What follows belongs to an exercise in optimizing a design on an open flow for small area and a short achievable clock period; a production flow would make more cautious choices.
Only simulation tests tie the RTL to the original design; equivalence was not proved.

## flow/design.v

```verilog
module lk_acc_cell (
    input  wire        clk,
    input  wire        rst,       
    input  wire [1:0]  op,        
    input  wire        fmt_a,     
    input  wire        fmt_b,
    input  wire [15:0] a,
    input  wire [15:0] b,
    output wire [39:0] acc,
    output reg  [31:0] f32
);
    wire        s1_first_d, s1_load_d, p_top_d, p_s_d;
    wire [1:0]  p_cls0_d, p_cls1_d, p_ovr_d;
    wire [9:0]  p_e0_d, p_e1_d;
    wire [21:0] p_m_d;
    lk_mul u_s1 (.op(op), .fmt_a(fmt_a), .fmt_b(fmt_b), .a(a), .b(b),
                 .first(s1_first_d), .load(s1_load_d), .cls0(p_cls0_d), .cls1(p_cls1_d),
                 .ovr(p_ovr_d), .top(p_top_d), .sign(p_s_d), .e0(p_e0_d), .e1(p_e1_d), .m(p_m_d));
    reg        s1_first, s1_keep, s1_load;    
    reg [1:0]  p_cls0, p_cls1;
    reg        p_s;
    reg [1:0]  p_ovr;
    reg        p_top;
    reg [9:0]  p_e0, p_e1;
    reg [21:0] p_m;
    always @(posedge clk) begin
        if (rst) begin
            s1_first <= 1'b0;
            s1_keep  <= 1'b1;
            s1_load  <= 1'b0;
            p_cls0   <= 2'd1;
            p_cls1   <= 2'd1;
            p_s      <= 1'b1;
        end else begin
            s1_first <= s1_first_d;
            s1_keep  <= ~s1_first_d;
            s1_load  <= s1_load_d;
            p_cls0   <= p_cls0_d;
            p_cls1   <= p_cls1_d;
            p_s      <= p_s_d;
        end
    end
    always @(posedge clk) begin
        p_ovr <= p_ovr_d;
        p_top <= p_top_d;
        p_e0  <= p_e0_d;
        p_e1  <= p_e1_d;
        p_m   <= p_m_d;
    end
    wire [1:0]  p_cls;
    wire [31:0] p_w;
    lk_sel u_sel (.cls0(p_cls0), .cls1(p_cls1), .ovr(p_ovr), .top(p_top), .sign(p_s),
                  .e0(p_e0), .e1(p_e1), .m(p_m), .cls(p_cls), .w(p_w));
    reg  [39:0] acc_q;
    wire [39:0] acc_d;
    assign acc = acc_q;
    lk_add u_s2 (.first(s1_first), .keep(s1_keep), .load(s1_load), .cls(p_cls), .w(p_w),
                 .x(acc_q), .y(acc_d));
    always @(posedge clk) begin
        if (rst)
            acc_q <= 40'd0;
        else
            acc_q <= acc_d;
    end
    wire        c_up  = acc_q[7] & ((acc_q[6:0] != 7'd0) | acc_q[8]);
    wire [31:0] c_cy;
    wire [30:0] c_mag;
    assign c_cy[0] = c_up;
    genvar gc;
    generate for (gc = 0; gc < 31; gc = gc + 1) begin : drn
        assign c_mag[gc]  = acc_q[8 + gc] ^ c_cy[gc];
        assign c_cy[gc+1] = acc_q[8 + gc] & c_cy[gc];
    end endgenerate
    always @(posedge clk) begin
        if (rst)
            f32 <= 32'd0;
        else
            f32 <= {acc_q[39], c_mag};
    end
endmodule
module lk_mul (
    input  wire [1:0]  op,
    input  wire        fmt_a,
    input  wire        fmt_b,
    input  wire [15:0] a,
    input  wire [15:0] b,
    output wire        first,
    output wire        load,
    output reg  [1:0]  cls0,     
    output reg  [1:0]  cls1,     
    output wire [1:0]  ovr,      
    output wire        top,
    output wire        sign,
    output wire [9:0]  e0,       
    output wire [9:0]  e1,
    output wire [21:0] m         
);
    wire        a_ez   = fmt_a ? (a[14:10] == 5'd0)  : (a[14:7] == 8'd0);
    wire        a_emax = fmt_a ? (a[14:10] == 5'h1F) : (a[14:7] == 8'hFF);
    wire        a_fz   = fmt_a ? (a[9:0] == 10'd0)   : (a[6:0] == 7'd0);
    wire [9:0]  a_fr   = fmt_a ? a[9:0] : {a[6:0], 3'b000};
    wire [10:0] a_sig  = {~a_ez, a_fr};
    wire [7:0]  a_ex   = fmt_a ? ({3'd0, a[14:10]} + 8'd112 + {7'd0, a_ez})
                               : (a[14:7] | {7'd0, a_ez});
    wire        b_ez   = fmt_b ? (b[14:10] == 5'd0)  : (b[14:7] == 8'd0);
    wire        b_emax = fmt_b ? (b[14:10] == 5'h1F) : (b[14:7] == 8'hFF);
    wire        b_fz   = fmt_b ? (b[9:0] == 10'd0)   : (b[6:0] == 7'd0);
    wire [9:0]  b_fr   = fmt_b ? b[9:0] : {b[6:0], 3'b000};
    wire [10:0] b_sig  = {~b_ez, b_fr};
    wire [7:0]  b_ex   = fmt_b ? ({3'd0, b[14:10]} + 8'd112 + {7'd0, b_ez})
                               : (b[14:7] | {7'd0, b_ez});
    wire a_nan  = a_emax & ~a_fz;
    wire a_inf  = a_emax & a_fz;
    wire a_zero = a_ez & a_fz;
    wire b_nan  = b_emax & ~b_fz;
    wire b_inf  = b_emax & b_fz;
    wire b_zero = b_ez & b_fz;
    reg [3:0] a_lz, b_lz;
    integer i;
    always @(*) begin
        a_lz = 4'd0;
        b_lz = 4'd0;
        for (i = 0; i < 10; i = i + 1) begin
            if (a_fr[i]) a_lz = 4'd10 - i[3:0];
            if (b_fr[i]) b_lz = 4'd10 - i[3:0];
        end
        if (!a_ez) a_lz = 4'd0;
        if (!b_ez) b_lz = 4'd0;
    end
    wire a_p2 = a_ez ? ((a_fr & (a_fr - 10'd1)) == 10'd0) : a_fz;
    wire b_p2 = b_ez ? ((b_fr & (b_fr - 10'd1)) == 10'd0) : b_fz;
    wire [21:0] m_r0, m_r1;
    mul11_tree u_mul (.a(a_sig), .b(b_sig), .r0(m_r0), .r1(m_r1));
    wire [21:0] m_prod;
    wire        m_co;
    add_pfx #(.N(22), .L(5), .KIND(1)) u_madd (.a(m_r0), .b(m_r1), .ci(1'b0), .s(m_prod), .co(m_co));
    wire [4:0]  m_l   = {1'b0, a_lz} + {1'b0, b_lz};
    wire [21:0] m_sh  = m_prod << m_l;
    wire [21:0] m_thr = 22'h3F_FFFF << (5'd21 - m_l);
    wire        m_top = |(m_prod & m_thr);
    wire [9:0]  m_s   = {2'd0, a_ex} + {2'd0, b_ex} + 10'd32 - {5'd0, m_l};   
    wire [9:0]  m_e0  = m_s - 10'd159;
    wire [9:0]  m_e1  = m_s - 10'd158;
    wire        p2    = a_p2 & b_p2;
    wire        spec_nan  = a_nan | b_nan | (a_inf & b_zero) | (b_inf & a_zero);
    wire        spec_inf  = a_inf | b_inf;
    wire        spec_zero = a_zero | b_zero;
    wire        ovf0 = (m_s >= 10'd414), ovf1 = (m_s >= 10'd413);
    wire        unf0 = (m_s < 10'd129),  unf1 = (m_s < 10'd128);
    wire        up0  = (m_s == 10'd128) & ~p2, up1 = (m_s == 10'd127) & ~p2;
    always @(*) begin
        if (op == 2'd0) begin
            cls0 = 2'd1;
            cls1 = 2'd1;
        end else if (op == 2'd3) begin
            cls0 = (a[14:7] == 8'hFF && {a[6:0], b} != 23'd0) ? 2'd3 : 2'd0;
            cls1 = cls0;
        end else if (spec_nan) begin
            cls0 = 2'd3;
            cls1 = 2'd3;
        end else if (spec_inf) begin
            cls0 = 2'd2;
            cls1 = 2'd2;
        end else if (spec_zero) begin
            cls0 = 2'd1;
            cls1 = 2'd1;
        end else begin
            cls0 = ovf0 ? 2'd2 : (unf0 & ~up0) ? 2'd1 : 2'd0;
            cls1 = ovf1 ? 2'd2 : (unf1 & ~up1) ? 2'd1 : 2'd0;
        end
    end
    assign first = (op == 2'd2);
    assign load  = (op == 2'd3);
    assign top   = load | m_top;
    assign sign  = load ? b[0] : (op == 2'd0) ? 1'b1 : (a[15] ^ b[15]);
    assign ovr   = load ? 2'b00 : {up1, up0};
    assign e0    = up0 ? -10'sd30 : m_e0;
    assign e1    = load ? a[15:6] : up1 ? -10'sd30 : m_e1;
    assign m     = load ? {1'b0, a[5:0], b[15:1]} : m_sh;
endmodule
module lk_sel (
    input  wire [1:0]  cls0,
    input  wire [1:0]  cls1,
    input  wire [1:0]  ovr,
    input  wire        top,
    input  wire        sign,
    input  wire [9:0]  e0,
    input  wire [9:0]  e1,
    input  wire [21:0] m,
    output wire [1:0]  cls,
    output wire [31:0] w
);
    assign cls = top ? cls1 : cls0;
    assign w   = top ? {e1, m[20:0] & {21{~ovr[1]}}, sign}
                     : {e0, m[19:0] & {20{~ovr[0]}}, 1'b0, sign};
endmodule
module lk_add (
    input  wire        first,
    input  wire        keep,         
    input  wire        load,
    input  wire [1:0]  cls,
    input  wire [31:0] w,
    input  wire [39:0] x,
    output reg  [39:0] y
);
    localparam [39:0] ACC_NAN = {1'b0, 8'hFF, 1'b1, 30'd0};
    wire        p_s    = w[0];
    wire [9:0]  p_exp  = w[31:22];
    wire [31:0] p_sig  = {1'b1, w[21:1], 10'd0};
    wire        p_nan  = (cls == 2'd3);
    wire        p_inf  = (cls == 2'd2);
    wire        p_zero = (cls == 2'd1);
    wire [39:0] x_raw  = {x[39:31] & {9{~first}}, x[30:0] & {31{keep}}};
    wire        x_s    = x_raw[39];
    wire        x_ez   = (x_raw[38:31] == 8'd0);
    wire        x_emax = (x_raw[38:31] == 8'hFF);
    wire        x_fz   = (x_raw[30:0] == 31'd0);
    wire        x_nan  = x_emax & ~x_fz;
    wire        x_inf  = x_emax & x_fz;
    wire        x_zero = x_ez & x_fz;
    wire [7:0]  x_exp  = {x_raw[38:32], x_raw[31] | x_ez};
    wire [31:0] x_sig  = {~x_ez, x_raw[30:0]};
    wire [10:0] d_xp = {3'd0, x_exp} - {p_exp[9], p_exp};
    wire [10:0] d_px = {p_exp[9], p_exp} - {3'd0, x_exp};
    wire        e_eq = ({2'd0, x_exp} == p_exp);
    wire [21:0] cmp_s;
    wire        x_ge;
    add_pfx #(.N(22), .L(5), .KIND(1)) u_cmp (.a(x_sig[31:10]), .b(~p_sig[31:10]), .ci(1'b1), .s(cmp_s), .co(x_ge));
    wire        p_gt_e = d_xp[10];
    wire        x_big  = ~p_gt_e & (~e_eq | x_ge);
    wire [10:0] ad     = p_gt_e ? d_px : d_xp;
    wire        sat    = (ad[10:6] != 5'd0) || (ad[5:0] > 6'd35);
    wire [5:0]  sh     = ad[5:0];
    wire [7:0]  big_exp = p_gt_e ? p_exp[7:0] : x_exp;
    wire [31:0] big_sig = x_big ? x_sig : p_sig;
    wire [31:0] sml_sig = x_big ? p_sig : x_sig;
    wire        big_s   = x_big ? x_s : p_s;
    wire        eff_sub = x_s ^ p_s;
    wire [34:0] sml_sh = {sml_sig, 3'b000} >> sh;
    wire [34:0] sml_al = sat ? 35'd0 : sml_sh;
    reg         sml_st;
    integer k;
    always @(*) begin
        sml_st = 1'b0;
        for (k = 0; k < 32; k = k + 1)
            if (sat || sh >= k + 4) sml_st = sml_st | sml_sig[k];
    end
    wire [35:0] op_a = {1'b0, big_sig, 3'b000};
    wire [35:0] op_b = {1'b0, sml_al[34:1], sml_al[0] | sml_st} ^ {36{eff_sub}};
    wire [35:0] s_sum;
    wire        s_co;
    add_pfx #(.N(36), .L(6), .KIND(1)) u_add (.a(op_a), .b(op_b), .ci(eff_sub), .s(s_sum), .co(s_co));
    wire        s_neg = eff_sub & s_sum[35];
    wire        r_s   = big_s ^ s_neg;
    wire        s_z   = (s_sum == 36'd0);
    wire [35:0] lim = (big_exp <= 8'd35) ? (36'h8_0000_0000 >> big_exp) : 36'd0;
    wire [5:0]  nlz;
    lzc36 u_lzc (.x(s_sum | lim), .n(nlz));
    wire [5:0]  nsh   = {nlz[5:1], nlz[0] | s_neg};
    wire [35:0] n_5   = nsh[5] ? {s_sum[3:0], 32'd0} : s_sum;
    wire [35:0] n_4   = nsh[4] ? {n_5[19:0], 16'd0}  : n_5;
    wire [35:0] n_3   = nsh[3] ? {n_4[27:0], 8'd0}   : n_4;
    wire [35:0] n_2   = nsh[2] ? {n_3[31:0], 4'd0}   : n_3;
    wire [35:0] n_1   = nsh[1] ? {n_2[33:0], 2'd0}   : n_2;
    wire [35:0] n_mag = nsh[0] ? {n_1[34:0], 1'd0}   : n_1;
    wire [8:0]  n_exp = {1'b0, big_exp} + 9'd1 - {3'd0, nsh};
    wire [8:0]  n_exp1 = {1'b0, big_exp} + 9'd2 - {3'd0, nsh};
    wire [4:0]  n_lo  = n_mag[4:0] ^ {5{s_neg}};
    wire        up_p  = n_lo[3] & ((n_lo[2:0] != 3'd0) | n_lo[4]);
    wire        c4_n  = (n_lo[3:0] == 4'hF);
    wire        t3_n  = n_lo[3] ^ (n_lo[2:0] == 3'h7);
    wire        up_n  = c4_n | (t3_n & ((n_lo[2:0] != 3'h7) | n_lo[4]));
    wire        n_up  = s_neg ? up_n : up_p;
    wire [31:0] r_in  = n_mag[35:4] ^ {32{s_neg}};
    wire [31:0] r_sig;
    wire        r_co;
    inc_pfx #(.N(32), .L(6)) u_rnd (.a(r_in), .ci(n_up), .s(r_sig), .co(r_co));
    wire [8:0]  r_exp = r_co ? n_exp1 : n_exp;
    wire        r_top = r_co | r_sig[31];
    wire        r_ovf = (n_exp >= 9'd255) | (r_co & (n_exp == 9'd254));
    reg [39:0] sum40;
    always @(*) begin
        if (s_z)
            sum40 = 40'd0;                                   
        else if (r_ovf)
            sum40 = {r_s, 8'hFF, 31'd0};                     
        else
            sum40 = {r_s, (r_top ? r_exp[7:0] : 8'd0), r_sig[30:0]};
    end
    always @(*) begin
        if (load)
            y = p_nan ? ACC_NAN : {w, 8'd0};
        else if (x_nan | p_nan | (x_inf & p_inf & (x_s != p_s)))
            y = ACC_NAN;
        else if (x_inf)
            y = x_raw;
        else if (p_inf)
            y = {p_s, 8'hFF, 31'd0};
        else if (p_zero)
            y = x_zero ? {x_s & p_s, 39'd0} : x_raw;
        else
            y = sum40;
    end
endmodule
module add_pfx #(parameter N = 36, parameter L = 6, parameter KIND = 0) (    
    input  wire [N-1:0] a,
    input  wire [N-1:0] b,
    input  wire         ci,
    output wire [N-1:0] s,
    output wire         co
);
    wire [N:0] g [0:2*L];
    wire [N:0] p [0:2*L];
    assign g[0] = {a & b, ci};
    assign p[0] = {a ^ b, 1'b0};
    genvar l, i;
    generate
        if (KIND == 1) begin : sk
            for (l = 0; l < L; l = l + 1) begin : lv
                for (i = 0; i <= N; i = i + 1) begin : b
                    if ((i >> l) & 1) begin : op
                        assign g[l+1][i] = g[l][i] | (p[l][i] & g[l][((i >> l) << l) - 1]);
                        assign p[l+1][i] = p[l][i] & p[l][((i >> l) << l) - 1];
                    end else begin : pass
                        assign g[l+1][i] = g[l][i];
                        assign p[l+1][i] = p[l][i];
                    end
                end
            end
            for (l = L; l < 2*L; l = l + 1) begin : cp
                assign g[l+1] = g[l];
                assign p[l+1] = p[l];
            end
        end else begin : bk
            for (l = 0; l < L; l = l + 1) begin : up
                for (i = 0; i <= N; i = i + 1) begin : b
                    if (((i + 1) % (2 << l)) == 0) begin : op
                        assign g[l+1][i] = g[l][i] | (p[l][i] & g[l][i-(1<<l)]);
                        assign p[l+1][i] = p[l][i] & p[l][i-(1<<l)];
                    end else begin : pass
                        assign g[l+1][i] = g[l][i];
                        assign p[l+1][i] = p[l][i];
                    end
                end
            end
            for (l = 0; l < L; l = l + 1) begin : dn
                localparam integer m = L - 1 - l;
                for (i = 0; i <= N; i = i + 1) begin : b
                    if (m > 0 && ((i + 1) % (2 << (m-1))) == (1 << (m-1)) && i >= (2 << (m-1))) begin : op
                        assign g[L+l+1][i] = g[L+l][i] | (p[L+l][i] & g[L+l][i-(1<<(m-1))]);
                        assign p[L+l+1][i] = p[L+l][i] & p[L+l][i-(1<<(m-1))];
                    end else begin : pass
                        assign g[L+l+1][i] = g[L+l][i];
                        assign p[L+l+1][i] = p[L+l][i];
                    end
                end
            end
        end
    endgenerate
    assign s  = p[0][N:1] ^ g[2*L][N-1:0];
    assign co = g[2*L][N];
endmodule
module inc_pfx #(parameter N = 32, parameter L = 6) (    
    input  wire [N-1:0] a,
    input  wire         ci,
    output wire [N-1:0] s,
    output wire         co
);
    wire [N:0] t [0:L];
    assign t[0] = {a, ci};
    genvar l, i;
    generate
        for (l = 0; l < L; l = l + 1) begin : lv
            for (i = 0; i <= N; i = i + 1) begin : b
                if ((i >> l) & 1) begin : op
                    assign t[l+1][i] = t[l][i] & t[l][((i >> l) << l) - 1];
                end else begin : pass
                    assign t[l+1][i] = t[l][i];
                end
            end
        end
    endgenerate
    assign s  = a ^ t[L][N-1:0];
    assign co = t[L][N];
endmodule
module lzc36 (
    input  wire [35:0] x,
    output wire [5:0]  n
);
    wire [63:0] w = {x, 1'b1, 27'd0};
    wire [31:0] v1; wire [31:0] z1;
    genvar i;
    generate for (i = 0; i < 32; i = i + 1) begin : l1
        assign v1[i] = w[2*i+1] | w[2*i];
        assign z1[i] = ~w[2*i+1];
    end endgenerate
    wire [15:0] v2; wire [31:0] z2;
    generate for (i = 0; i < 16; i = i + 1) begin : l2
        assign v2[i] = v1[2*i+1] | v1[2*i];
        assign z2[2*i+1] = ~v1[2*i+1];
        assign z2[2*i]   = v1[2*i+1] ? z1[2*i+1] : z1[2*i];
    end endgenerate
    wire [7:0] v3; wire [23:0] z3;
    generate for (i = 0; i < 8; i = i + 1) begin : l3
        assign v3[i] = v2[2*i+1] | v2[2*i];
        assign z3[3*i+2] = ~v2[2*i+1];
        assign z3[3*i+1:3*i] = v2[2*i+1] ? z2[4*i+3:4*i+2] : z2[4*i+1:4*i];
    end endgenerate
    wire [3:0] v4; wire [15:0] z4;
    generate for (i = 0; i < 4; i = i + 1) begin : l4
        assign v4[i] = v3[2*i+1] | v3[2*i];
        assign z4[4*i+3] = ~v3[2*i+1];
        assign z4[4*i+2:4*i] = v3[2*i+1] ? z3[6*i+5:6*i+3] : z3[6*i+2:6*i];
    end endgenerate
    wire [1:0] v5; wire [9:0] z5;
    generate for (i = 0; i < 2; i = i + 1) begin : l5
        assign v5[i] = v4[2*i+1] | v4[2*i];
        assign z5[5*i+4] = ~v4[2*i+1];
        assign z5[5*i+3:5*i] = v4[2*i+1] ? z4[8*i+7:8*i+4] : z4[8*i+3:8*i];
    end endgenerate
    assign n = {~v5[1], v5[1] ? z5[9:5] : z5[4:0]};
endmodule
module mul11_tree (input wire [10:0] a, input wire [10:0] b, output wire [21:0] r0, output wire [21:0] r1);
    wire [120:0] pp;
    genvar gi, gj;
    generate for (gi = 0; gi < 11; gi = gi + 1) begin : ppr
        for (gj = 0; gj < 11; gj = gj + 1) begin : ppc
            assign pp[gi*11+gj] = a[gi] & b[gj];
        end end endgenerate
    wire s1;
    wire c2;
    assign s1 = pp[9] ^ pp[19];
    assign c2 = pp[9] & pp[19];
    wire s3;
    wire c4;
    assign s3 = pp[10] ^ pp[20] ^ pp[30];
    assign c4 = (pp[10] & pp[20]) | (pp[10] & pp[30]) | (pp[20] & pp[30]);
    wire s5;
    wire c6;
    assign s5 = pp[40] ^ pp[50];
    assign c6 = pp[40] & pp[50];
    wire s7;
    wire c8;
    assign s7 = pp[21] ^ pp[31] ^ pp[41];
    assign c8 = (pp[21] & pp[31]) | (pp[21] & pp[41]) | (pp[31] & pp[41]);
    wire s9;
    wire c10;
    assign s9 = pp[51] ^ pp[61];
    assign c10 = pp[51] & pp[61];
    wire s11;
    wire c12;
    assign s11 = pp[32] ^ pp[42] ^ pp[52];
    assign c12 = (pp[32] & pp[42]) | (pp[32] & pp[52]) | (pp[42] & pp[52]);
    wire s13;
    wire c14;
    assign s13 = pp[6] ^ pp[16];
    assign c14 = pp[6] & pp[16];
    wire s15;
    wire c16;
    assign s15 = pp[7] ^ pp[17] ^ pp[27];
    assign c16 = (pp[7] & pp[17]) | (pp[7] & pp[27]) | (pp[17] & pp[27]);
    wire s17;
    wire c18;
    assign s17 = pp[37] ^ pp[47];
    assign c18 = pp[37] & pp[47];
    wire s19;
    wire c20;
    assign s19 = pp[8] ^ pp[18] ^ pp[28];
    assign c20 = (pp[8] & pp[18]) | (pp[8] & pp[28]) | (pp[18] & pp[28]);
    wire s21;
    wire c22;
    assign s21 = pp[38] ^ pp[48] ^ pp[58];
    assign c22 = (pp[38] & pp[48]) | (pp[38] & pp[58]) | (pp[48] & pp[58]);
    wire s23;
    wire c24;
    assign s23 = pp[68] ^ pp[78];
    assign c24 = pp[68] & pp[78];
    wire s25;
    wire c26;
    assign s25 = s1 ^ pp[29] ^ pp[39];
    assign c26 = (s1 & pp[29]) | (s1 & pp[39]) | (pp[29] & pp[39]);
    wire s27;
    wire c28;
    assign s27 = pp[49] ^ pp[59] ^ pp[69];
    assign c28 = (pp[49] & pp[59]) | (pp[49] & pp[69]) | (pp[59] & pp[69]);
    wire s29;
    wire c30;
    assign s29 = pp[79] ^ pp[89] ^ pp[99];
    assign c30 = (pp[79] & pp[89]) | (pp[79] & pp[99]) | (pp[89] & pp[99]);
    wire s31;
    wire c32;
    assign s31 = c2 ^ s3 ^ s5;
    assign c32 = (c2 & s3) | (c2 & s5) | (s3 & s5);
    wire s33;
    wire c34;
    assign s33 = pp[60] ^ pp[70] ^ pp[80];
    assign c34 = (pp[60] & pp[70]) | (pp[60] & pp[80]) | (pp[70] & pp[80]);
    wire s35;
    wire c36;
    assign s35 = pp[90] ^ pp[100] ^ pp[110];
    assign c36 = (pp[90] & pp[100]) | (pp[90] & pp[110]) | (pp[100] & pp[110]);
    wire s37;
    wire c38;
    assign s37 = c4 ^ c6 ^ s7;
    assign c38 = (c4 & c6) | (c4 & s7) | (c6 & s7);
    wire s39;
    wire c40;
    assign s39 = s9 ^ pp[71] ^ pp[81];
    assign c40 = (s9 & pp[71]) | (s9 & pp[81]) | (pp[71] & pp[81]);
    wire s41;
    wire c42;
    assign s41 = pp[91] ^ pp[101] ^ pp[111];
    assign c42 = (pp[91] & pp[101]) | (pp[91] & pp[111]) | (pp[101] & pp[111]);
    wire s43;
    wire c44;
    assign s43 = c8 ^ c10 ^ s11;
    assign c44 = (c8 & c10) | (c8 & s11) | (c10 & s11);
    wire s45;
    wire c46;
    assign s45 = pp[62] ^ pp[72] ^ pp[82];
    assign c46 = (pp[62] & pp[72]) | (pp[62] & pp[82]) | (pp[72] & pp[82]);
    wire s47;
    wire c48;
    assign s47 = pp[92] ^ pp[102] ^ pp[112];
    assign c48 = (pp[92] & pp[102]) | (pp[92] & pp[112]) | (pp[102] & pp[112]);
    wire s49;
    wire c50;
    assign s49 = c12 ^ pp[43] ^ pp[53];
    assign c50 = (c12 & pp[43]) | (c12 & pp[53]) | (pp[43] & pp[53]);
    wire s51;
    wire c52;
    assign s51 = pp[63] ^ pp[73] ^ pp[83];
    assign c52 = (pp[63] & pp[73]) | (pp[63] & pp[83]) | (pp[73] & pp[83]);
    wire s53;
    wire c54;
    assign s53 = pp[93] ^ pp[103] ^ pp[113];
    assign c54 = (pp[93] & pp[103]) | (pp[93] & pp[113]) | (pp[103] & pp[113]);
    wire s55;
    wire c56;
    assign s55 = pp[54] ^ pp[64] ^ pp[74];
    assign c56 = (pp[54] & pp[64]) | (pp[54] & pp[74]) | (pp[64] & pp[74]);
    wire s57;
    wire c58;
    assign s57 = pp[84] ^ pp[94] ^ pp[104];
    assign c58 = (pp[84] & pp[94]) | (pp[84] & pp[104]) | (pp[94] & pp[104]);
    wire s59;
    wire c60;
    assign s59 = pp[65] ^ pp[75] ^ pp[85];
    assign c60 = (pp[65] & pp[75]) | (pp[65] & pp[85]) | (pp[75] & pp[85]);
    wire s61;
    wire c62;
    assign s61 = pp[4] ^ pp[14];
    assign c62 = pp[4] & pp[14];
    wire s63;
    wire c64;
    assign s63 = pp[5] ^ pp[15] ^ pp[25];
    assign c64 = (pp[5] & pp[15]) | (pp[5] & pp[25]) | (pp[15] & pp[25]);
    wire s65;
    wire c66;
    assign s65 = pp[35] ^ pp[45];
    assign c66 = pp[35] & pp[45];
    wire s67;
    wire c68;
    assign s67 = s13 ^ pp[26] ^ pp[36];
    assign c68 = (s13 & pp[26]) | (s13 & pp[36]) | (pp[26] & pp[36]);
    wire s69;
    wire c70;
    assign s69 = pp[46] ^ pp[56] ^ pp[66];
    assign c70 = (pp[46] & pp[56]) | (pp[46] & pp[66]) | (pp[56] & pp[66]);
    wire s71;
    wire c72;
    assign s71 = c14 ^ s15 ^ s17;
    assign c72 = (c14 & s15) | (c14 & s17) | (s15 & s17);
    wire s73;
    wire c74;
    assign s73 = pp[57] ^ pp[67] ^ pp[77];
    assign c74 = (pp[57] & pp[67]) | (pp[57] & pp[77]) | (pp[67] & pp[77]);
    wire s75;
    wire c76;
    assign s75 = c16 ^ c18 ^ s19;
    assign c76 = (c16 & c18) | (c16 & s19) | (c18 & s19);
    wire s77;
    wire c78;
    assign s77 = s21 ^ s23 ^ pp[88];
    assign c78 = (s21 & s23) | (s21 & pp[88]) | (s23 & pp[88]);
    wire s79;
    wire c80;
    assign s79 = c20 ^ c22 ^ c24;
    assign c80 = (c20 & c22) | (c20 & c24) | (c22 & c24);
    wire s81;
    wire c82;
    assign s81 = s25 ^ s27 ^ s29;
    assign c82 = (s25 & s27) | (s25 & s29) | (s27 & s29);
    wire s83;
    wire c84;
    assign s83 = c26 ^ c28 ^ c30;
    assign c84 = (c26 & c28) | (c26 & c30) | (c28 & c30);
    wire s85;
    wire c86;
    assign s85 = s31 ^ s33 ^ s35;
    assign c86 = (s31 & s33) | (s31 & s35) | (s33 & s35);
    wire s87;
    wire c88;
    assign s87 = c32 ^ c34 ^ c36;
    assign c88 = (c32 & c34) | (c32 & c36) | (c34 & c36);
    wire s89;
    wire c90;
    assign s89 = s37 ^ s39 ^ s41;
    assign c90 = (s37 & s39) | (s37 & s41) | (s39 & s41);
    wire s91;
    wire c92;
    assign s91 = c38 ^ c40 ^ c42;
    assign c92 = (c38 & c40) | (c38 & c42) | (c40 & c42);
    wire s93;
    wire c94;
    assign s93 = s43 ^ s45 ^ s47;
    assign c94 = (s43 & s45) | (s43 & s47) | (s45 & s47);
    wire s95;
    wire c96;
    assign s95 = c44 ^ c46 ^ c48;
    assign c96 = (c44 & c46) | (c44 & c48) | (c46 & c48);
    wire s97;
    wire c98;
    assign s97 = s49 ^ s51 ^ s53;
    assign c98 = (s49 & s51) | (s49 & s53) | (s51 & s53);
    wire s99;
    wire c100;
    assign s99 = c50 ^ c52 ^ c54;
    assign c100 = (c50 & c52) | (c50 & c54) | (c52 & c54);
    wire s101;
    wire c102;
    assign s101 = s55 ^ s57 ^ pp[114];
    assign c102 = (s55 & s57) | (s55 & pp[114]) | (s57 & pp[114]);
    wire s103;
    wire c104;
    assign s103 = c56 ^ c58 ^ s59;
    assign c104 = (c56 & c58) | (c56 & s59) | (c58 & s59);
    wire s105;
    wire c106;
    assign s105 = pp[95] ^ pp[105] ^ pp[115];
    assign c106 = (pp[95] & pp[105]) | (pp[95] & pp[115]) | (pp[105] & pp[115]);
    wire s107;
    wire c108;
    assign s107 = c60 ^ pp[76] ^ pp[86];
    assign c108 = (c60 & pp[76]) | (c60 & pp[86]) | (pp[76] & pp[86]);
    wire s109;
    wire c110;
    assign s109 = pp[96] ^ pp[106] ^ pp[116];
    assign c110 = (pp[96] & pp[106]) | (pp[96] & pp[116]) | (pp[106] & pp[116]);
    wire s111;
    wire c112;
    assign s111 = pp[87] ^ pp[97] ^ pp[107];
    assign c112 = (pp[87] & pp[97]) | (pp[87] & pp[107]) | (pp[97] & pp[107]);
    wire s113;
    wire c114;
    assign s113 = pp[3] ^ pp[13];
    assign c114 = pp[3] & pp[13];
    wire s115;
    wire c116;
    assign s115 = s61 ^ pp[24] ^ pp[34];
    assign c116 = (s61 & pp[24]) | (s61 & pp[34]) | (pp[24] & pp[34]);
    wire s117;
    wire c118;
    assign s117 = c62 ^ s63 ^ s65;
    assign c118 = (c62 & s63) | (c62 & s65) | (s63 & s65);
    wire s119;
    wire c120;
    assign s119 = c64 ^ c66 ^ s67;
    assign c120 = (c64 & c66) | (c64 & s67) | (c66 & s67);
    wire s121;
    wire c122;
    assign s121 = c68 ^ c70 ^ s71;
    assign c122 = (c68 & c70) | (c68 & s71) | (c70 & s71);
    wire s123;
    wire c124;
    assign s123 = c72 ^ c74 ^ s75;
    assign c124 = (c72 & c74) | (c72 & s75) | (c74 & s75);
    wire s125;
    wire c126;
    assign s125 = c76 ^ c78 ^ s79;
    assign c126 = (c76 & c78) | (c76 & s79) | (c78 & s79);
    wire s127;
    wire c128;
    assign s127 = c80 ^ c82 ^ s83;
    assign c128 = (c80 & c82) | (c80 & s83) | (c82 & s83);
    wire s129;
    wire c130;
    assign s129 = c84 ^ c86 ^ s87;
    assign c130 = (c84 & c86) | (c84 & s87) | (c86 & s87);
    wire s131;
    wire c132;
    assign s131 = c88 ^ c90 ^ s91;
    assign c132 = (c88 & c90) | (c88 & s91) | (c90 & s91);
    wire s133;
    wire c134;
    assign s133 = c92 ^ c94 ^ s95;
    assign c134 = (c92 & c94) | (c92 & s95) | (c94 & s95);
    wire s135;
    wire c136;
    assign s135 = c96 ^ c98 ^ s99;
    assign c136 = (c96 & c98) | (c96 & s99) | (c98 & s99);
    wire s137;
    wire c138;
    assign s137 = c100 ^ c102 ^ s103;
    assign c138 = (c100 & c102) | (c100 & s103) | (c102 & s103);
    wire s139;
    wire c140;
    assign s139 = c104 ^ c106 ^ s107;
    assign c140 = (c104 & c106) | (c104 & s107) | (c106 & s107);
    wire s141;
    wire c142;
    assign s141 = c108 ^ c110 ^ s111;
    assign c142 = (c108 & c110) | (c108 & s111) | (c110 & s111);
    wire s143;
    wire c144;
    assign s143 = c112 ^ pp[98] ^ pp[108];
    assign c144 = (c112 & pp[98]) | (c112 & pp[108]) | (pp[98] & pp[108]);
    wire s145;
    wire c146;
    assign s145 = pp[2] ^ pp[12];
    assign c146 = pp[2] & pp[12];
    wire s147;
    wire c148;
    assign s147 = s113 ^ pp[23] ^ pp[33];
    assign c148 = (s113 & pp[23]) | (s113 & pp[33]) | (pp[23] & pp[33]);
    wire s149;
    wire c150;
    assign s149 = c114 ^ s115 ^ pp[44];
    assign c150 = (c114 & s115) | (c114 & pp[44]) | (s115 & pp[44]);
    wire s151;
    wire c152;
    assign s151 = c116 ^ s117 ^ pp[55];
    assign c152 = (c116 & s117) | (c116 & pp[55]) | (s117 & pp[55]);
    wire s153;
    wire c154;
    assign s153 = c118 ^ s119 ^ s69;
    assign c154 = (c118 & s119) | (c118 & s69) | (s119 & s69);
    wire s155;
    wire c156;
    assign s155 = c120 ^ s121 ^ s73;
    assign c156 = (c120 & s121) | (c120 & s73) | (s121 & s73);
    wire s157;
    wire c158;
    assign s157 = c122 ^ s123 ^ s77;
    assign c158 = (c122 & s123) | (c122 & s77) | (s123 & s77);
    wire s159;
    wire c160;
    assign s159 = c124 ^ s125 ^ s81;
    assign c160 = (c124 & s125) | (c124 & s81) | (s125 & s81);
    wire s161;
    wire c162;
    assign s161 = c126 ^ s127 ^ s85;
    assign c162 = (c126 & s127) | (c126 & s85) | (s127 & s85);
    wire s163;
    wire c164;
    assign s163 = c128 ^ s129 ^ s89;
    assign c164 = (c128 & s129) | (c128 & s89) | (s129 & s89);
    wire s165;
    wire c166;
    assign s165 = c130 ^ s131 ^ s93;
    assign c166 = (c130 & s131) | (c130 & s93) | (s131 & s93);
    wire s167;
    wire c168;
    assign s167 = c132 ^ s133 ^ s97;
    assign c168 = (c132 & s133) | (c132 & s97) | (s133 & s97);
    wire s169;
    wire c170;
    assign s169 = c134 ^ s135 ^ s101;
    assign c170 = (c134 & s135) | (c134 & s101) | (s135 & s101);
    wire s171;
    wire c172;
    assign s171 = c136 ^ s137 ^ s105;
    assign c172 = (c136 & s137) | (c136 & s105) | (s137 & s105);
    wire s173;
    wire c174;
    assign s173 = c138 ^ s139 ^ s109;
    assign c174 = (c138 & s139) | (c138 & s109) | (s139 & s109);
    wire s175;
    wire c176;
    assign s175 = c140 ^ s141 ^ pp[117];
    assign c176 = (c140 & s141) | (c140 & pp[117]) | (s141 & pp[117]);
    wire s177;
    wire c178;
    assign s177 = c142 ^ s143 ^ pp[118];
    assign c178 = (c142 & s143) | (c142 & pp[118]) | (s143 & pp[118]);
    wire s179;
    wire c180;
    assign s179 = c144 ^ pp[109] ^ pp[119];
    assign c180 = (c144 & pp[109]) | (c144 & pp[119]) | (pp[109] & pp[119]);
    assign r0 = {1'b0, c180, c178, c176, c174, c172, c170, c168, c166, c164, c162, c160, c158, c156, c154, c152, c150, c148, c146, s145, pp[1], pp[0]};
    assign r1 = {1'b0, pp[120], s179, s177, s175, s173, s171, s169, s167, s165, s163, s161, s159, s157, s155, s153, s151, s149, s147, pp[22], pp[11], 1'b0};
endmodule
```

## flow/flow/run.sh

```bash
#!/bin/bash
set -euo pipefail
MARGIN=$(cat flow/margin.txt)
bash standard.sh SETUP_SLACK_MARGIN=$MARGIN finish > standard.log 2>&1
```

## flow/flow/margin.txt

```
12
```

## flow/standard.sh

```bash
#!/bin/bash
# synth_recipe.tcl (not shown) runs the flow's synth.tcl, then flattens the netlist and writes it again
# the make line also repeats each setting of config.mk as NAME=value (left out here)
make -C /OpenROAD-flow-scripts/flow DESIGN_CONFIG=/design/flow/config.mk WORK_HOME=/design/flow/orfs CLKGATE_MAP_FILE= SYNTH_SCRIPT=/design/flow/synth_recipe.tcl "${@:-finish}"
```

## flow/config.mk

```make
export PLATFORM = sky130hd
export DESIGN_NAME = lk_acc_cell
export DESIGN_NICKNAME = lk_acc_cell
export VERILOG_FILES = /design/flow/design.v
export SDC_FILE = /design/flow/constraint.sdc
export NUM_CORES = 4
export LEC_CHECK = 0
export ABC_AREA = 1
export CAP_MARGIN = 20
export CORE_MARGIN = 2
export CORE_UTILIZATION = 40
export SLEW_MARGIN = 20
```

## flow/constraint.sdc

```tcl
create_clock -name core_clock -period 22.0 [get_ports {clk}]
set_input_delay 4.4000 -clock core_clock [delete_from_list [all_inputs] [get_ports {clk}]]
set_output_delay 4.4000 -clock core_clock [all_outputs]
set_load 0.01 [all_outputs]
```

==> implementation parameters, run 1 <==
Parameter                              Value

Layout
  Number of nets at the end of the flow    4887
  Fraction of final layout cells with drive strength greater than 1    22.7%
  Relative area change from synthesis to final layout    36.0%
  Diode insertion count for antenna repair    0
  Final non-filler cell total    5360
  # fillers    5955
  Register Area    0.00250 mm²
  Multi-input combinational cell area    0.0220 mm²

STA
  Setup TNS Final    0 ns
  Number of hold-slack violations in the final timing report    0
  Worst-Margin Slew    1.25 ns
  Final-report setup violation count    0
  Total count of max-transition violations in the final report    0
  Post-Route Skew    0.0166 ns
  Max transition margin    16.0%
  RSZ-0062 raised after global routing    yes
  Shortest clock period the worst path allows after layout    10.41 ns
  Ratio of final minimum period to clock period    47.3%
  Fmax    96.0 MHz

Routing
  Per-cell routed wire length    22.3 µm
  Post-DR vias/cell    5.92
  Initial drt markers    3858
  Detail Route met2 WL    52.7 mm
  Number of routed nets with antenna violations    0
  Routed metal-1 wire length    45.8 mm
  Detailed-route wire length    120 mm
  First-pass DRT Iterations    6
  Number of remaining DRC errors    0
  Max Used Layer    met4
  Number of vias in the routed layout    31700
  Met3 layer wire length in the routed design    11.9 mm

Synth
  Fraction of the yosys area taken by sequential cells    10.1%
  Cell with the most instances after synthesis    nand2_1
  Fraction of registers with async set or reset after synthesis    0%
  Number of warnings reported in the yosys synthesis log    6
  Synthesized instance count    4202
  Leading post-synthesis cells by cell area    nand2_1, nand3_1, dfxtp_1, ha_1, inv_1
  Number of synthesized flops with an enable pin    0
  Number of distinct library cells after synthesis    72
  Synth top area share    14.5%
  Synth Flop Type    dfxtp_1
  Mean instance size in the synthesized netlist    5.85 µm²
  Largest area contributor in the synthesized netlist    nand2_1
  Post-synth design cell area    0.0246 mm²
  Synthesized Nets    4524
  Top cell types by occurrence after synthesis    nand2_1, inv_1, nand3_1
  Post-synthesis sequential element count    124

Global routing
  Pin count of the biggest net entering global routing    49
  Overall global routing resource usage    35.4%
  Gr ovfl total    0
  First-pass GRT wire length    174 mm
  Vias in the first global route    29300
  Antenna violations before repair    0

Floorplanning
  Total I/O pin count    110
  Starting density of the core    40.6%
  Die ar.    0.0635 mm²
  Placement Rows    90
  Area of the core region    0.0606 mm²
  X dimension of the die    252 µm
  DIE HEIGHT    252 µm

Clocking
  CTS Root Buffer Type    clkbuf_16
  H-tree level count    4
  Insertion delay to the later sink of the worst-skew pair    0.44 ns
  Hold buffer count at cts    0
  Clock transition at the registers of the reported paths    0.06 ns
  Clock sink total    124
  Num CTS Buffers    17
  CTS max path bufs    2
  CTS tree    yes

Setup path
  Classification of the worst setup path    primary input to flop
  Required time of the worst setup path    22.25 ns
  Category of the worst setup path launch point    primary input
  Endpoint type of the worst setup path    flop
  CP Data Arrival Time    10.66 ns
  Max Fanout on Critical Path    7

Placement
  Number of cells in the design after placement    4965
  Number of I/O port buffers    109
  Half-perimeter wire length of the detailed placement result    85.1 mm
  Final estimated routing congestion in global placement    1.04

Worst hold path
  Hold Crit Class    flop to flop

Run status
  Status  timing/DRC/antenna clean

Job
  MaxCap Viol Count    0
[cell usage in the layout (no fill, tap or decap), types with 29 or more instances in the layout]
master and count:
nor2_4 42, nand3_1 529, ha_1 153, inv_1 536, a21oi_2 29, xor2_1 62
inv_2 65, clkdlybuf4s50_1 84, fa_1 80, buf_6 32, o21ai_0 174, nand2_2 54
o21ai_1 39, nor2_1 365, nand2_4 29, a21oi_1 178, dfxtp_1 117, buf_4 308
nand3_2 32, nor3_1 45, nand2_1 890, ha_4 32, o21ai_2 40, nand4_1 86
nor2_2 40
[logic make-up after synthesis]
family	count (synthesis)	share of synthesized area (%)
xor gates and xnor gates	97	3.49
DFF	124	10.1
AOI/OAI and AO/OA	678	15.7
muxes	7	0.285
adders and majority gates	284	17.4
buffers and inverters	801	13.1
and+or+nand+nor	2211	39.9
[per-stage QoR]
stage	util [%]	setup WS, ns	instance area (µm²)	hold slack [ns]
3_5_place_dp	43.4	8.26	26300	0.576
6_report	55.2	11.59	33500	0.596
3_3_place_gp	43.4	8.38	26300	0.579
2_1_floorplan	-	11.79	24800	0.468
5_1_grt	55.2	11.36	33500	0.622
4_1_cts	50.3	11.51	30500	0.604
[flip-flops by register name, indices dropped and copies added, names as in the netlist, 2 cells and up]
register  count
acc_q        40
f32          32
p_cls0        2
p_cls1        2
p_e0         10
p_e1         10
p_m          21
p_ovr         2
[worst paths after layout]
check,slack [ns],startpoint,end,cells after the start
setup / recovery,11.59,fmt_b,p_top,28
hold reg to reg,0.60,acc_q[38],f32[30],2
setup reg to reg,11.79,p_top,acc_q[25],67
hold / removal,0.60,acc_q[38],f32[30],2
[critical path, stage by stage]
cell and delay (ns):
buf_12 0.12, buf_16 0.14, buf_4 0.14, o21ai_4 0.26
nor2_1 0.08, ha_1 0.34, fa_1 0.55, inv_1 0.06
fa_2 0.39, fa_1 0.51, inv_1 0.05, fa_1 0.48
ha_4 0.29, a21o_1 0.13, a21o_1 0.15, a21o_1 0.14
a21o_1 0.16, a21oi_2 0.08, fa_2 0.58, o21ai_1 0.08
a211oi_1 0.17, o211ai_1 0.12, a31oi_1 0.15, o2111ai_1 0.15
o41ai_1 0.32, nand2_1 0.11, a221oi_2 0.27, o2111ai_2 0.24
[routing by layer]
layer	vias to the layer above	GRT usage (%)
met2	2012	56.4
met4	0	22.1
met3	550	6.02
met1	14600	44.4
li1	14600	-
met5	-	0
[repair_timing]
| action | CTS | global route |
|---|---|---|
| buffers inserted | 173 | 150 |
| pin swaps | 120 | 228 |
| setup endpoints to repair | 69 | 63 |
| gates resized for setup | 450 | 427 |
| gates cloned | 31 | 9 |
[area by class of cell]
| type | count | share of cell area (%) |
|---|---|---|
| clock buffers | 18 | 1.31 |
| repair inverters | 4 | 0.0935 |
| well taps | 782 | 2.93 |
| inverters | 627 | 7.39 |
| multi-input cells | 3293 | 65.9 |
| flip-flops and latches | 124 | 7.46 |
| repair buffers | 498 | 14.4 |
| clock inverters | 14 | 0.512 |
==> run 2: changes to the inputs <==
==> flow/flow/margin.txt (replaced) <==
11
--- a/flow/config.mk
+++ b/flow/config.mk
@@ -9,4 +9,5 @@
 export CAP_MARGIN = 20
 export CORE_MARGIN = 2
 export CORE_UTILIZATION = 40
+export PLACE_DENSITY = 0.8
 export SLEW_MARGIN = 20
==> run 2 against run 1 <==
  * Critical endpoint is now acc_q[16]
  * Critical path type is now flop to flop
  * Largest cell class unchanged
  * Sequential cell count unchanged
  * Global-route usage is 2.6 points lower
  * Synthesized area unchanged
  * Maximum frequency shrank 2.7%
==> implementation parameters, run 2 <==
Parameter                              Value

Run status
  Status  timing/DRC/antenna clean

Floorplanning
  Starting density of the core    40.6% (unchanged)
  Total I/O pin count    110 (unchanged)
  Area of the core region    0.0606 mm² (unchanged)
  Placement Rows    90 (unchanged)
  Die ar.    0.0635 mm² (unchanged)
  DIE HEIGHT    252 µm (unchanged)
  X dimension of the die    252 µm (unchanged)

Routing
  Number of routed nets with antenna violations    0 (unchanged)
  Per-cell routed wire length    21.4 µm (-4.1%)
  Initial drt markers    4026 (+4.4%)
  Post-DR vias/cell    5.95 (+0.49%)
  Detailed-route wire length    110 mm (-7.6%)
  Number of vias in the routed layout    30700 (-3.1%)
  First-pass DRT Iterations    10 (+4)
  Number of remaining DRC errors    0 (unchanged)

STA
  Worst-Margin Slew    1.14 ns (-0.117 ns)
  Shortest clock period the worst path allows after layout    10.70 ns (+0.289 ns)
  Final-report setup violation count    0 (unchanged)
  Post-Route Skew    0.0200 ns (+0.00334 ns)
  RSZ-0062 raised after global routing    no
  Max transition margin    23.7% (+7.6 points)
  Worst Hold Margin    0.547 ns (-0.0488 ns)
  Number of hold-slack violations in the final timing report    0 (unchanged)
  Ratio of final minimum period to clock period    48.6% (+1.3 points)
  Fmax    93.5 MHz (-2.7%)
  Total count of max-transition violations in the final report    0 (unchanged)
  Setup TNS Final    0 ns (unchanged)

Synth
  Synth top area share    14.5% (unchanged)
  Fraction of the yosys area taken by sequential cells    10.1% (unchanged)
  Number of warnings reported in the yosys synthesis log    6 (unchanged)
  Fraction of registers with async set or reset after synthesis    0% (unchanged)
  Mean instance size in the synthesized netlist    5.85 µm² (unchanged)
  Synthesized instance count    4202 (unchanged)
  Synth Flop Type    dfxtp_1
  Cell with the most instances after synthesis    nand2_1
  Number of distinct library cells after synthesis    72 (unchanged)
  Post-synthesis sequential element count    124 (unchanged)
  Top cell types by occurrence after synthesis    nand2_1, inv_1, nand3_1
  Number of synthesized flops with an enable pin    0 (unchanged)
  Largest area contributor in the synthesized netlist    nand2_1
  Synthesized Nets    4524 (unchanged)
  Post-synth design cell area    0.0246 mm² (unchanged)
  Leading post-synthesis cells by cell area    nand2_1, nand3_1, dfxtp_1, ha_1, inv_1

Layout
  Diode insertion count for antenna repair    0 (unchanged)
  Post-route core utilization    49.3% (-5.9 points)
  Leading cell type in the layout, fill and taps excluded    nand2_1
  Register containing the most flip-flops in the final layout    acc_q
  Fraction of final layout cells with drive strength greater than 1    13.1% (-9.6 points)
  Max FFs per register    40 (unchanged)
  Final non-filler cell total    5167 (-3.6%)
  Multi-input combinational cell area    0.0203 mm² (-7.9%)
  Number of nets at the end of the flow    4694 (-3.9%)
  Relative area change from synthesis to final layout    21.6%
  Register Area    0.00249 mm² (about the same)
  Most used cells in the layout excluding fill and tap cells    nand2_1, inv_1, nand3_1, nor2_1, o21ai_0
  # fillers    6248 (+4.9%)
  Biggest registers after layout    acc_q: 40 flops, f32: 32 flops, p_m: 21 flops

Setup path
  Max Fanout on Critical Path    14 (+7)
  Most numerous cell on the critical path    nand2_4
  Required time of the worst setup path    22.31 ns (+0.06 ns)
  Maximum cell stage delay along the critical path    0.60 ns (+0.02 ns)
  Critical-path cell with the highest stage delay    fa_2
  Classification of the worst setup path    flop to flop
  Endpoint type of the worst setup path    flop
  CP Data Arrival Time    11.01 ns (+0.35 ns)
  Category of the worst setup path launch point    flop

Clocking
  CTS tree    yes
  CTS max path bufs    2 (unchanged)
  Clock transition at the registers of the reported paths    0.07 ns (about the same)
  Clock sink total    124 (unchanged)
  Insertion delay to the later sink of the worst-skew pair    0.46 ns (+0.02 ns)
  CTS Root Buffer Type    clkbuf_16
  Num CTS Buffers    17 (unchanged)
  Hold buffer count at cts    0 (unchanged)
  H-tree level count    4 (unchanged)

Placement
  Number of cells in the design after placement    4965 (unchanged)
  Final estimated routing congestion in global placement    1.05 (+1.3%)
  Half-perimeter wire length of the detailed placement result    82.9 mm (-2.5%)
  Number of I/O port buffers    109 (unchanged)

Worst hold path
  Hold Crit Class    flop to flop

Job
  MaxCap Viol Count    0 (unchanged)

Global routing
  Antenna violations before repair    3 (+3)
  Vias in the first global route    27900 (-4.9%)
  Pin count of the biggest net entering global routing    59 (+20%)
  Gr ovfl total    0 (unchanged)
  Overall global routing resource usage    32.8% (-2.6 points)
  First-pass GRT wire length    162 mm (-6.6%)
## run 2: repair_timing
item,4_1_cts,5_1_grt
buffers inserted,54,93
resized for setup,161,256
endpoints found under the setup margin,42,42
cloned,12,11
endpoints found under the hold margin,0,0
pin swaps,29,90
## run 2: metrics by stage
step                      setup slack, ns  instance area, µm²
after floorplan                     11.03               24600
after global placement               7.80               26100
after detailed placement             7.72               26100
after CTS                           11.00               28000
after global routing                10.89               29900
final                               11.30               29900
## run 2: layout make-up
type / instances / area share [%]
clock buffer: 18 / 1.44
clock inverter: 14 / 0.582
inverter: 627 / 8.12
multi-input combinational: 3286 / 67.9
sequential: 124 / 8.35
tap: 782 / 3.27
timing repair buffer: 313 / 10.3
timing repair inverter: 3 / 0.0795
## run 2: final timing paths
| kind | slack, ns | startpoint | depth (start not counted) | end |
|---|---|---|---|---|
| hold / removal | 0.55 | acc_q[39] | 2 | f32[31] |
| setup / recovery | 11.30 | s1_first | 68 | acc_q[16] |
| setup reg to reg | 11.30 | s1_first | 68 | acc_q[16] |
| hold reg to reg | 0.55 | acc_q[39] | 2 | f32[31] |
## run 2: cell families (layout without fill, tap and decap cells)
logic type / Yosys count / count (layout) / share of synthesized area [%]
muxes: 7 / 7 / 0.285
DFF: 124 / 124 / 10.1
AOI/OAI and AO/OA: 678 / 678 / 15.7
buffers and inverters: 801 / 975 / 13.1
adders and majority gates: 284 / 284 / 17.4
and+or+nand+nor: 2211 / 2220 / 39.9
xor gates and xnor gates: 97 / 97 / 3.49
## run 2: metal layers
metal,GRT usage [%],vias to the layer above,wire length [µm]
li1,-,14200,-
met1,40.3,14000,41600
met2,52.2,1999,48700
met3,7.10,485,12000
met4,20.3,4,8130
met5,0,-,24
## run 2: critical path: cells and delay by family, from the launching register on
family | cells | cell delay [ns]
AND/OR/NAND/NOR | 36 | 4.37
adder cells (fa/ha/maj) | 7 | 2.36
buffers and inverters | 14 | 1.53
AO/OA/AOI/OAI | 9 | 1.47
XOR/XNOR | 2 | 0.40
flip-flops | 1 | 0.39
==> run 3: changes to the inputs <==
==> flow/flow/margin.txt (replaced) <==
10
--- a/flow/config.mk
+++ b/flow/config.mk
@@ -9,5 +9,4 @@
 export CAP_MARGIN = 20
 export CORE_MARGIN = 2
 export CORE_UTILIZATION = 40
-export PLACE_DENSITY = 0.8
 export SLEW_MARGIN = 20
==> run 3 against run 2 <==
  * Synthesized cell count stayed put
  * Cell count is 2.1% lower
  * Via count is 3.7% lower
  * Register-to-register slack worse by 0.67 ns
==> implementation parameters, run 3 <==
Parameter                              Value

STA
  RSZ-0062 raised after global routing    no
  Worst-Margin Slew    1.21 ns (+0.0758 ns)
  Final worst slack    10.48 ns (-0.815 ns)
  Setup TNS Final    0 ns (unchanged)
  Post-Route Skew    0.0181 ns (-0.00190 ns)
  Total count of max-transition violations in the final report    0 (unchanged)
  Shortest clock period the worst path allows after layout    11.52 ns (+0.815 ns)
  Number of hold-slack violations in the final timing report    0 (unchanged)
  Max transition margin    18.5% (-5.2 points)
  Final-report setup violation count    0 (unchanged)
  Ratio of final minimum period to clock period    52.3% (+3.7 points)
  Worst Hold Margin    0.543 ns (-0.00401 ns)
  Fmax    86.8 MHz (-7.1%)

Layout
  Biggest registers after layout    acc_q: 40 flops, f32: 32 flops, p_m: 21 flops
  Number of nets at the end of the flow    4582 (-2.4%)
  Register Area    0.00249 mm² (-0.20%)
  Final non-filler cell total    5057 (-2.1%)
  Leading cell type in the layout, fill and taps excluded    nand2_1
  Summed area of non-filler cells in the final layout    0.0279 mm² (-6.7%)
  Relative area change from synthesis to final layout    13.4%
  Most used cells in the layout excluding fill and tap cells    nand2_1, inv_1, nand3_1, nor2_1, o21ai_0
  Multi-input combinational cell area    0.0195 mm² (-4.0%)
  Max FFs per register    40 (unchanged)
  Register containing the most flip-flops in the final layout    acc_q
  Fraction of final layout cells with drive strength greater than 1    7.98% (-5.1 points)
  # fillers    6652 (+6.5%)

Setup path
  Critical Path Start    fmt_a
  Endpoint type of the worst setup path    flop
  Largest delay share family, worst path    adder cells
  Classification of the worst setup path    primary input to flop
  Worst Path Buf+Inv    4 (-10)
  Maximum cell stage delay along the critical path    0.62 ns (+0.02 ns)
  CP Data Arrival Time    11.78 ns (+0.77 ns)
  Start of the worst register-to-register path    s1_first
  Critical-path cell with the highest stage delay    fa_1
  Category of the worst setup path launch point    primary input
  Required time of the worst setup path    22.27 ns (-0.04 ns)
  Max Fanout on Critical Path    30 (+16)

Synth
  Synthesized Nets    4524 (unchanged)
  Leading post-synthesis cells by cell area    nand2_1, nand3_1, dfxtp_1, ha_1, inv_1
  Fraction of registers with async set or reset after synthesis    0% (unchanged)
  Cell with the most instances after synthesis    nand2_1
  Share of synthesized area spent on multiplexers    0.285% (unchanged)
  Synthesized instance count    4202 (unchanged)
  Adder-Cell Fraction of Synth Area    17.4% (unchanged)
  Post-synth design cell area    0.0246 mm² (unchanged)
  Synth Flop Type    dfxtp_1
  Synth top area share    14.5% (unchanged)
  Synth Area in Compound Gates    15.7% (unchanged)
  Number of distinct library cells after synthesis    72 (unchanged)
  Top cell types by occurrence after synthesis    nand2_1, inv_1, nand3_1
  Largest area contributor in the synthesized netlist    nand2_1
  XOR/XNOR Fraction of Synth Area    3.49% (unchanged)
  Dominant combinational cell family by area after synthesis    simple AND/OR/NAND/NOR gates
  Fraction of the yosys area taken by sequential cells    10.1% (unchanged)
  Number of warnings reported in the yosys synthesis log    6 (unchanged)
  Mean instance size in the synthesized netlist    5.85 µm² (unchanged)
  Area share of and/or/nand/nor cells after synthesis    39.9% (unchanged)
  Number of synthesized flops with an enable pin    0 (unchanged)
  Post-synthesis sequential element count    124 (unchanged)

Floorplanning
  X dimension of the die    252 µm (unchanged)
  Placement Rows    90 (unchanged)
  Die ar.    0.0635 mm² (unchanged)
  DIE HEIGHT    252 µm (unchanged)
  Area of the core region    0.0606 mm² (unchanged)
  Starting density of the core    40.6% (unchanged)
  Total I/O pin count    110 (unchanged)

Worst hold path
  Hold Crit Class    flop to flop
  Worst Min Path Start    acc_q[39]

Routing
  Post-DR vias/cell    5.85 (-1.6%)
  Initial drt markers    3686 (-8.4%)
  Number of remaining DRC errors    0 (unchanged)
  Number of vias in the routed layout    29600 (-3.7%)
  First-pass DRT Iterations    10 (unchanged)
  Number of routed nets with antenna violations    0 (unchanged)
  Per-cell routed wire length    22.0 µm (+2.8%)
  Detailed-route wire length    111 mm (+0.63%)

Clocking
  Clock sink total    124 (unchanged)
  CTS tree    yes
  CTS Root Buffer Type    clkbuf_16
  Clock transition at the registers of the reported paths    0.06 ns (about the same)
  Insertion delay to the later sink of the worst-skew pair    0.45 ns (about the same)
  Num CTS Buffers    17 (unchanged)
  CTS max path bufs    2 (unchanged)
  H-tree level count    4 (unchanged)

Global routing
  Overall global routing resource usage    33.7% (+0.94 points)
  First-pass GRT wire length    165 mm (+1.6%)
  Vias in the first global route    27500 (-1.5%)
  Pin count of the biggest net entering global routing    58 (-1.7%)
  Antenna violations before repair    2 (-1)
  Gr ovfl total    0 (unchanged)

Placement
  Number of I/O port buffers    109 (unchanged)
  Pre-CTS setup slack    7.59 ns (-0.138 ns)
  Post-Place Cell Area    0.0261 mm² (about the same)
  Number of cells in the design after placement    4967 (+0.040%)
  Final estimated routing congestion in global placement    1.02 (-3.7%)
  Half-perimeter wire length of the detailed placement result    87.5 mm (+5.5%)

Run status
  Status  timing/DRC/antenna clean

Job
  MaxCap Viol Count    0 (unchanged)
run 3: area by class of cell:
type / count / share of cell area (%)
multi-input combinational: 3285 / 69.8
sequential: 124 / 8.93
inverter: 627 / 8.61
timing repair buffer: 202 / 6.87
tap: 782 / 3.51
clock buffer: 18 / 1.57
clock inverter: 14 / 0.574
timing repair inverter: 3 / 0.0718
antenna: 2 / 0.0179
run 3: repair_timing:
action                     4_1_cts  5_1_grt
hold buffers                     0        0
hold endpoints to repair         0        0
setup buffers                   13       30
setup endpoints to repair       40       40
pin swaps                        9       13
cloned                           5        8
resized for setup               52      117
run 3: routing by layer:
| layer | share of wire (%) | GRT usage, % | routed length, µm | vias to the layer above |
|---|---|---|---|---|
| met5 | 0 | 0 | 0 | - |
| met4 | 5.3 | 15.1 | 5940 | 0 |
| met2 | 46 | 56.5 | 51000 | 1589 |
| li1 | - | - | - | 14000 |
| met1 | 40 | 42.4 | 44400 | 13700 |
| met3 | 8.8 | 5.61 | 9770 | 337 |
run 3: cells by family after synthesis:
kind of cell | Yosys count
AOI/OAI and AO/OA | 678
xor gates and xnor gates | 97
adders and majority gates | 284
buffers and inverters | 801
DFF | 124
muxes | 7
and+or+nand+nor | 2211
run 3: worst paths after layout:
path                            cells past startpoint  slack (ns)         to
worst max-delay path                               29       10.48      p_top
worst min register to register                      2        0.54    f32[31]
worst max register to register                     62       10.63  acc_q[11]
worst min-delay path                                2        0.54    f32[31]
run 3: metrics by stage:
stage / util (%)
final: 46.0
after global routing: 46.0
after CTS: 44.7
after detailed placement: 43.2
after global placement: 43.2
after floorplan: -
run 3: worst register-to-register path: cells and delay by family, from the launching register on:
kind            cells  cell delay, ns
compound gates     10            2.65
xor+xnor            3            1.06
fa+ha+maj           6            1.97
buf+inv            12            1.84
flops               1            0.37
simple gates       31            3.43

-- afterwards: timing with drivers on the ports --
No port has a modelled driver above. Below, the same layouts with a new extraction and two added sets of constraints.
Step 1 (the two cells are an assumption about what drives the block):
set clk [get_ports {clk}]
set_driving_cell -lib_cell sky130_fd_sc_hd__clkbuf_16 $clk
set_driving_cell -lib_cell sky130_fd_sc_hd__buf_2 [delete_from_list [all_inputs] $clk]
Step 2, shift: input delay + t, output delay - t, t = (earliest + latest rising clock arrival at the registers) / 2. This alone moves slack from input paths to output paths.
Slacks: ideal ports / drivers / drivers and shift; pairs: ideal ports / drivers.
run	t, ns	slack for setup (ns)	hold slack, ns	clock arrival spread, ns	worst data-port slew with drivers (ns)
run 1	0.484	11.589 / 11.590 / 11.106	0.596 / 0.596 / 0.596	0.017 / 0.016	0.06
run 2	0.493	11.300 / 11.300 / 10.875	0.547 / 0.547 / 0.547	0.021 / 0.021	0.07
run 3	0.498	10.485 / 10.516 / 10.018	0.543 / 0.543 / 0.543	0.021 / 0.020	0.06
After both steps every run listed still meets setup and hold. For run 1, which loses most, drivers alone change the setup slack by +0.001 ns; drivers and shift together by -0.483 ns.
